Background: an optimization exercise with open tools, aiming at small area. Do not read the settings as production practice.
RTL that was checked went through simulation tests only; none was proved equivalent to the original.
Power and IR drop assume default switching activity.

==> run a <==
// bp_exec
module bp_exec (
    input  wire         clk,
    input  wire         rst,           
    input  wire         in_valid,
    input  wire [127:0] in_insn,
    input  wire [15:0]  in_opa,        
    input  wire [15:0]  in_opb,        
    input  wire [15:0]  in_opc,        
    input  wire [15:0]  in_opd,        
    output reg          out_valid,
    output reg          out_we,        
    output reg  [15:0]  out_data,
    output reg          out_ext,       
    output reg          out_lat3,      
    output reg          out_heavy,     
    output reg          out_illegal,   
    output reg          out_format,    
    output reg          out_tap,       
    output reg          out_chk,       
    output reg  [3:0]   out_rd,        
    output reg  [3:0]   out_rdbit      
);
Settings: LEC_CHECK=0, CAP_MARGIN=20, CORE_MARGIN=2, CORE_UTILIZATION=40, CTS_BUF_LIST=sky130_fd_sc_hd__clkbuf_4, GPL_TIMING_DRIVEN=0, SLEW_MARGIN=20; clock period 18.0 ns.
standard.sh (not shown) runs the stock make flow with config.mk's settings and CLKGATE_MAP_FILE= SYNTH_SCRIPT=/design/flow/synth_recipe.tcl, a recipe that flattens the netlist after the stock synthesis.
==> flow/flow/run.sh <==
#!/bin/bash
# Own layout flow: the standard ORFS flow (standard.sh) with
#  - synthesis by flow/synth.tcl (standard synthesis, area-oriented mapping),
#  - port buffers of the smallest buffer cell (every port still buffered).
# The whole make output goes to flow_make.log; ORFS's per-step logs stay in
# orfs/logs.
set -euo pipefail
W=$(pwd)
bash standard.sh "SYNTH_SCRIPT=$W/flow/synth.tcl" \
    "BUFFER_PORTS_ARGS=-buffer_cell sky130_fd_sc_hd__buf_1" \
    finish > "$W/flow_make.log" 2>&1
==> flow/flow/area.abc <==
strash
&get -n
&deepsyn -T 60 -t
&put
dch -f
amap -F 2 -A 8
topo
==> flow/flow/synth.tcl <==
set my_dir [file dirname [file normalize [info script]]]
proc synth {args} { yosys synth -nofsm -noshare -noabc {*}$args }
proc extract_fa {args} { yosys extract_fa -fa {*}$args }
proc abc {args} {
  global my_dir
  set i [lsearch -exact $args -script]
  if {$i >= 0} { set args [lreplace $args [expr {$i+1}] [expr {$i+1}] $my_dir/area.abc] }
  yosys abc {*}$args
}
source $::env(SCRIPTS_DIR)/synth.tcl
# left out here: clear keep_hierarchy, flatten, clean up, hide names made inside functions, write 1_2_yosys.v
==> inputs of run b, as changes to run a <==
--- a/flow/design.v
+++ b/flow/design.v
@@ -346,16 +346,16 @@
     wire [15:0] red_c  = wc & {16{red_e2}};
     wire [15:0] red_d  = wd & {16{red_e3}};
     wire [15:0] red_o  = wa | red_b | red_c | red_d;
     wire [15:0] red_a  = wa & (wb | {16{~red_e1}}) & (wc | {16{~red_e2}}) &
                          (wd | {16{~red_e3}});
     wire [15:0] red_x  = wa ^ red_b ^ red_c ^ red_d;
-    wire        red_or  = |(red_o & imm);
-    wire        red_and = &(red_a | ~imm);
+    wire [15:0] red_z   = sub[0] ? red_o : ~red_a;
+    wire        red_oz  = |(red_z & imm);
     wire        red_xor = ^(red_x & imm);
-    wire        red_r   = (sub[1] ? red_xor : sub[0] ? red_or : red_and) ^ sub[2];
+    wire        red_r   = (sub[1] ? red_xor : (red_oz ^ ~sub[0])) ^ sub[2];
     wire        ad_inv = g_cmp | opc[1];
     wire        ad_cin = ad_inv ^ (~g_cmp & opc[0] & bc);
     wire [15:0] ad_y   = wb ^ {16{ad_inv}};
     wire [16:0] ad_c;
     wire [15:0] ad_s;
     assign ad_c[0] = ad_cin;
@@ -443,13 +443,13 @@
             if (gi == 15)
                 assign f_ge[gi] = opc[0] | ~(opc[1] & th_lo[15]);
             else
                 assign f_ge[gi] = opc[0] | ~(opc[1] ? th_lo[gi] : th_lo[gi+1]);
         end
     endgenerate
-    wire [15:0] f_sel   = f_le & f_ge;
+    wire [15:0] f_sel   = (f_le & f_ge) | {16{~opc[5]}};    
     wire [15:0] field_r = (f_sel & sh_o) | (~f_sel & wa & {16{~opc[0]}});
     wire [15:0] cat8_r = {sub[1] ? wb[15:8] : wb[7:0], sub[0] ? wa[15:8] : wa[7:0]};
     wire [31:0] mul_p;
     wire        mul_c16;
     bp_mul u_mul (.a(wa), .b(wb), .sa(sub[0]), .sb(sub[1]), .p(mul_p),
                   .carry16(mul_c16));
@@ -463,13 +463,13 @@
                 word_r = (opc[1:0] == 2'd3) ? cat8_r : field_r;
         end else if (g_lo) begin
             word_r = imm;                                    
         end else case (opc[3:2])
             2'd0:    word_r = ad_s & th_lo;                  
             2'd1:    word_r = lut2_r;                        
-            2'd2:    word_r = sh_o;                          
+            2'd2:    word_r = field_r;                       
             default: word_r = lut2_r;                        
         endcase
     end
     reg bit_r;
     reg is_bit;
     always @* begin
==> flow/flow/area.abc (replaced) <==
strash
&get -n
&deepsyn -T 60 -t
&put
dch -f
amap -F 4 -A 16 -E 0.0001
strash
&get -n
&deepsyn -T 60 -t -S 7
&put
dch -f
amap -F 4 -A 16 -E 0.0001
strash
&get -n
&deepsyn -T 60 -t -S 13
&put
dch -f
amap -F 4 -A 16 -E 0.0001
topo
CORE_UTILIZATION = 50   (was 40)
SETUP_SLACK_MARGIN = 0.3   (was not set)
==> summary of the runs <==
Against run b, the clock power of run a is lower by about 27%. Against run b, the count of clock-buffer cells in the layout of run a is lower by 1. In run a the non-clock buffer count is lower than in run b, by 1. Between run a and run b, the lower combinational power is in run a (gap about 4%, measured against run b). Between run a and run b, the lower synthesized cell count is in run b (gap 6.2%, measured against run b).
==> figures <==
quantity	run b	run a
Combinational group power	1.88 mW	1.81 mW
Post-layout total power	2.22 mW	2.11 mW
Worst min-delay path startpoint	s1_rdbit[0]	s1_rd[3]
Outcome	finished clean	finished clean
Number of distinct standard cells referenced by the synthesized netlist	51	53
Met3 Wirelength	13900 um	15800 um
Global-route wire length before repair	118000 um	133000 um
Post-layout utilization of the core	56.8%	45.1%
Final-layout non-clock buffer area share	6.08%	5.89%
Placed Cells	2508	2715
Final layout net count	2576	2691

* * *

==> run Y <==
bp_exec, a different RTL version from the one above (not shown whole).
export LEC_CHECK = 0
export CAP_MARGIN = 20
export CORE_MARGIN = 2
export CORE_UTILIZATION = 40
export SLEW_MARGIN = 20
create_clock -name core_clock -period 18.0 [get_ports {clk}]
==> flow/flow/area.abc <==
strash
&get -n
&deepsyn -T 60
&put
dc2
dch -f
amap -F 2 -A 8
topo
==> flow/flow/synth.tcl <==
set my_dir [file dirname [file normalize [info script]]]
proc synth {args} { yosys synth -nofsm -noshare -noabc {*}$args }
proc abc {args} {
  global my_dir
  set i [lsearch -exact $args -script]
  if {$i >= 0} { set args [lreplace $args [expr {$i+1}] [expr {$i+1}] $my_dir/area.abc] }
  yosys abc {*}$args
}
source $::env(SCRIPTS_DIR)/synth.tcl
# left out here: clear keep_hierarchy, flatten, clean up, hide names made inside functions, write 1_2_yosys.v
Scripts as last shown in full above: flow/flow/run.sh
==> run H (differences from run Y) <==
--- a/flow/design.v
+++ b/flow/design.v
@@ -322,13 +322,14 @@
                    (opc == OP_NOP && f_chk) ||
                    src_bad);
     wire [15:0] wa = in_opa;
     wire [15:0] wb = in_opb;
     wire [15:0] wc = in_opc;
     wire [15:0] wd = in_opd;
-    wire ba = wa[src_a[3:0]];
+    wire [3:0] ba_idx = opc[5] ? imm[3:0] : src_a[3:0];
+    wire ba = wa[ba_idx];
     wire bb = wb[src_b[3:0]];
     wire bc = wc[src_c[3:0]];
     wire bd = wd[src_d[3:0]];
     wire g_lo   = (opc[5:4] == 2'b00);           
     wire g_mid  = (opc[5:4] == 2'b01);           
     wire g_hi   = opc[5];                        
@@ -409,60 +410,60 @@
     wire        sh_left = g_shift ? ~(opc[1] ^ opc[0]) : (opc[1:0] == 2'd0);   
     wire        sh_rot  = g_shift & opc[1] & opc[0];
     wire        sh_sar  = g_shift & opc[1] & ~opc[0];
     wire [4:0]  sh_n    = (g_shift & sub[0]) ? wb[4:0] : {1'b0, imm[3:0]};
     wire        sh_big  = sh_n[4] & ~sh_rot;
     wire [15:0] sh_f    = sh_rot ? wa : (sub[1] & g_shift) ? wc : 16'h0000;
-    wire        sh_sign = sh_sar & wa[15];
+    wire        sh_sext = g_hi & opc[1];                  
+    wire        sh_fill = sh_sar | sh_sext;
+    wire        sh_sign = sh_sext ? ba : (sh_sar & wa[15]);
     wire [15:0] sh_lw   = g_hi ? wb : wa;            
     reg  [15:0] w_lo, w_hi;
     always @* begin
         if (sh_left) begin
             w_hi = sh_big ? sh_f : sh_lw;
             w_lo = sh_big ? 16'h0000 : sh_f;
         end else begin
-            w_hi = sh_sar ? {16{sh_sign}} : sh_big ? 16'h0000 : sh_f;
-            w_lo = sh_big ? (sh_sar ? {16{sh_sign}} : sh_f) : wa;
+            w_hi = sh_fill ? {16{sh_sign}} : sh_big ? 16'h0000 : sh_f;
+            w_lo = (sh_big | sh_sext) ? (sh_fill ? {16{sh_sign}} : sh_f) : wa;
         end
     end
     wire [3:0]  sh_k  = sh_n[3:0] ^ {4{sh_left}};
     wire [30:0] sh_w  = sh_left ? {w_hi, w_lo[15:1]} : {w_hi[14:0], w_lo};
     wire [22:0] sh_w8 = sh_k[3] ? sh_w[30:8]  : sh_w[22:0];
     wire [18:0] sh_w4 = sh_k[2] ? sh_w8[22:4] : sh_w8[18:0];
     wire [16:0] sh_w2 = sh_k[1] ? sh_w4[18:2] : sh_w4[16:0];
     wire [15:0] sh_o  = sh_k[0] ? sh_w2[16:1] : sh_w2[15:0];
-    wire [15:0] th_w;    
-    wire [4:0]  f_end = {1'b0, imm[3:0]} + {1'b0, imm[7:4]};
-    wire [15:0] th_e;    
+    wire [4:0]  f_hi = {1'b0, opc[0] ? 4'd0 : imm[3:0]} +
+                       {1'b0, opc[1] ? 4'd15 : imm[7:4]};
+    wire [15:0] f_le;    
+    wire [15:0] f_ge;    
     generate
         for (gi = 0; gi < 16; gi = gi + 1) begin : g_fm
-            assign th_w[gi] = (gi <= imm[7:4]);
-            assign th_e[gi] = (gi <= f_end);
+            assign f_le[gi] = (gi <= f_hi);
+            if (gi == 15)
+                assign f_ge[gi] = opc[0] | ~(opc[1] & th_lo[15]);
+            else
+                assign f_ge[gi] = opc[0] | ~(opc[1] ? th_lo[gi] : th_lo[gi+1]);
         end
     endgenerate
-    wire [15:0] f_mask = th_e & ~{1'b0, th_lo[15:1]};
-    wire [15:0] ins_r  = (wa & ~f_mask) | (sh_o & f_mask);
-    wire [15:0] ext_r  = sh_o & th_w;
-    wire [15:0] sext_r = (wa & th_lo) | ({16{sh_o[0]}} & ~th_lo);
+    wire [15:0] f_sel   = f_le & f_ge;
+    wire [15:0] field_r = (f_sel & sh_o) | (~f_sel & wa & {16{~opc[0]}});
     wire [15:0] cat8_r = {sub[1] ? wb[15:8] : wb[7:0], sub[0] ? wa[15:8] : wa[7:0]};
     wire [31:0] mul_p;
     wire        mul_c16;
     bp_mul u_mul (.a(wa), .b(wb), .sa(sub[0]), .sb(sub[1]), .p(mul_p),
                   .carry16(mul_c16));
     wire        mulh_inc = g_hi & opc[3] & opc[0] & mul_c16;
     reg [15:0] word_r;
     always @* begin
         if (g_hi) begin
             if (opc[3])
                 word_r = opc[0] ? mul_p[31:16] : mul_p[15:0];
-            else case (opc[1:0])
-                2'd0:    word_r = ins_r;
-                2'd1:    word_r = ext_r;
-                2'd2:    word_r = sext_r;
-                default: word_r = cat8_r;
-            endcase
+            else
+                word_r = (opc[1:0] == 2'd3) ? cat8_r : field_r;
         end else if (g_lo) begin
             word_r = imm;                                    
         end else case (opc[3:2])
             2'd0:    word_r = ad_s & th_lo;                  
             2'd1:    word_r = lut2_r;                        
             2'd2:    word_r = sh_o;                          
==> flow/flow/area.abc (replaced) <==
strash
&get -n
&deepsyn -T 60 -t
&put
dch -f
amap -F 2 -A 8
strash
&get -n
&deepsyn -T 60 -t -S 7
&put
dch -f
amap -F 2 -A 8
topo
--- a/flow/flow/synth.tcl
+++ b/flow/flow/synth.tcl
@@ -1,8 +1,9 @@
 set my_dir [file dirname [file normalize [info script]]]
 proc synth {args} { yosys synth -nofsm -noshare -noabc {*}$args }
+proc extract_fa {args} { yosys extract_fa -fa {*}$args }
 proc abc {args} {
   global my_dir
   set i [lsearch -exact $args -script]
   if {$i >= 0} { set args [lreplace $args [expr {$i+1}] [expr {$i+1}] $my_dir/area.abc] }
   yosys abc {*}$args
 }
- CTS_BUF_LIST: not set -> sky130_fd_sc_hd__clkbuf_4
- GPL_TIMING_DRIVEN: not set -> 0
- SETUP_SLACK_MARGIN: not set -> 0.3
==> summary.txt <==
TAP cells: run H 468; run Y 525
Combined area of the multi-input logic cells: run H 12900 µm²; run Y 14000 µm²
Vias in the first global route: run H 18698; run Y 19767
Power drawn by the sequential cells: run H 0.207 mW; run Y 0.212 mW
Data arrival time of the critical path: run H 17790 ps; run Y 16080 ps
Largest vdd supply drop: run H 0.413 mV; run Y 0.254 mV
Detailed-route wire length per cell: run H 34.3 µm; run Y 31.7 µm
Crit-path max FO: run H 21; run Y 15
Post-synthesis cell count: run H 1978; run Y 2116
Layout cell share with drive strength beyond 1: run H 3.05%; run Y 3.87%
Result of the run: run H timing/DRC/antenna clean; run Y timing/DRC/antenna clean
Syn avg cell area: run H 7.53 µm²; run Y 7.56 µm²
Antenna violations before repair: run H 5; run Y 9
Met2 track demand over resource in global routing: run H 66.3%; run Y 64.0%
Final worst path period share: run H 97.3%; run Y 87.8%
Clk pwr share: run H 4.3%; run Y 8.2%
Clock tree root buffer cell: run H sky130_fd_sc_hd__clkbuf_4; run Y sky130_fd_sc_hd__clkbuf_16
Die footprint: run H 38800 µm²; run Y 41600 µm²
Fraction of area in non-clock buffers: run H 6.00%; run Y 7.58%
Core Box Area: run H 36600 µm²; run Y 39500 µm²
Post-placement worst setup slack: run H 36.1 ps; run Y 1790 ps
For run Y, only the layout was checked, not whether the RTL still works.

==> port drivers added, routing unchanged <==
Ports are ideal in the flow. The routed layouts listed here were re-timed in OpenROAD. Step 1 (the two cells are an assumption about what drives the block):
set clk [get_ports {clk}]
set_driving_cell -lib_cell sky130_fd_sc_hd__clkbuf_16 $clk
set_driving_cell -lib_cell sky130_fd_sc_hd__buf_2 [delete_from_list [all_inputs] $clk]
Step 2, shift: input delay + t, output delay - t, t = (earliest + latest rising clock arrival at the registers) / 2. This alone moves slack from input paths to output paths. Slacks: no drivers / after step 1 / after step 2; pairs: no drivers / after step 1.
run | shift t [ns] | slack for setup (ns) | cell pins on the clock port's net
run a | 0.428 | 0.453 / 0.447 / 0.018 | 1
run b | 0.485 | 0.363 / 0.364 / -0.121 | 1
run Y | 0.381 | 2.200 / 2.161 / 1.781 | 1
run H | 0.429 | 0.485 / 0.481 / 0.052 | 1
Met with ideal ports but missed after step 2: setup timing in run b. The setup slack of run b, which loses most, moves by +0.001 ns with the drivers and by -0.484 ns with both steps.
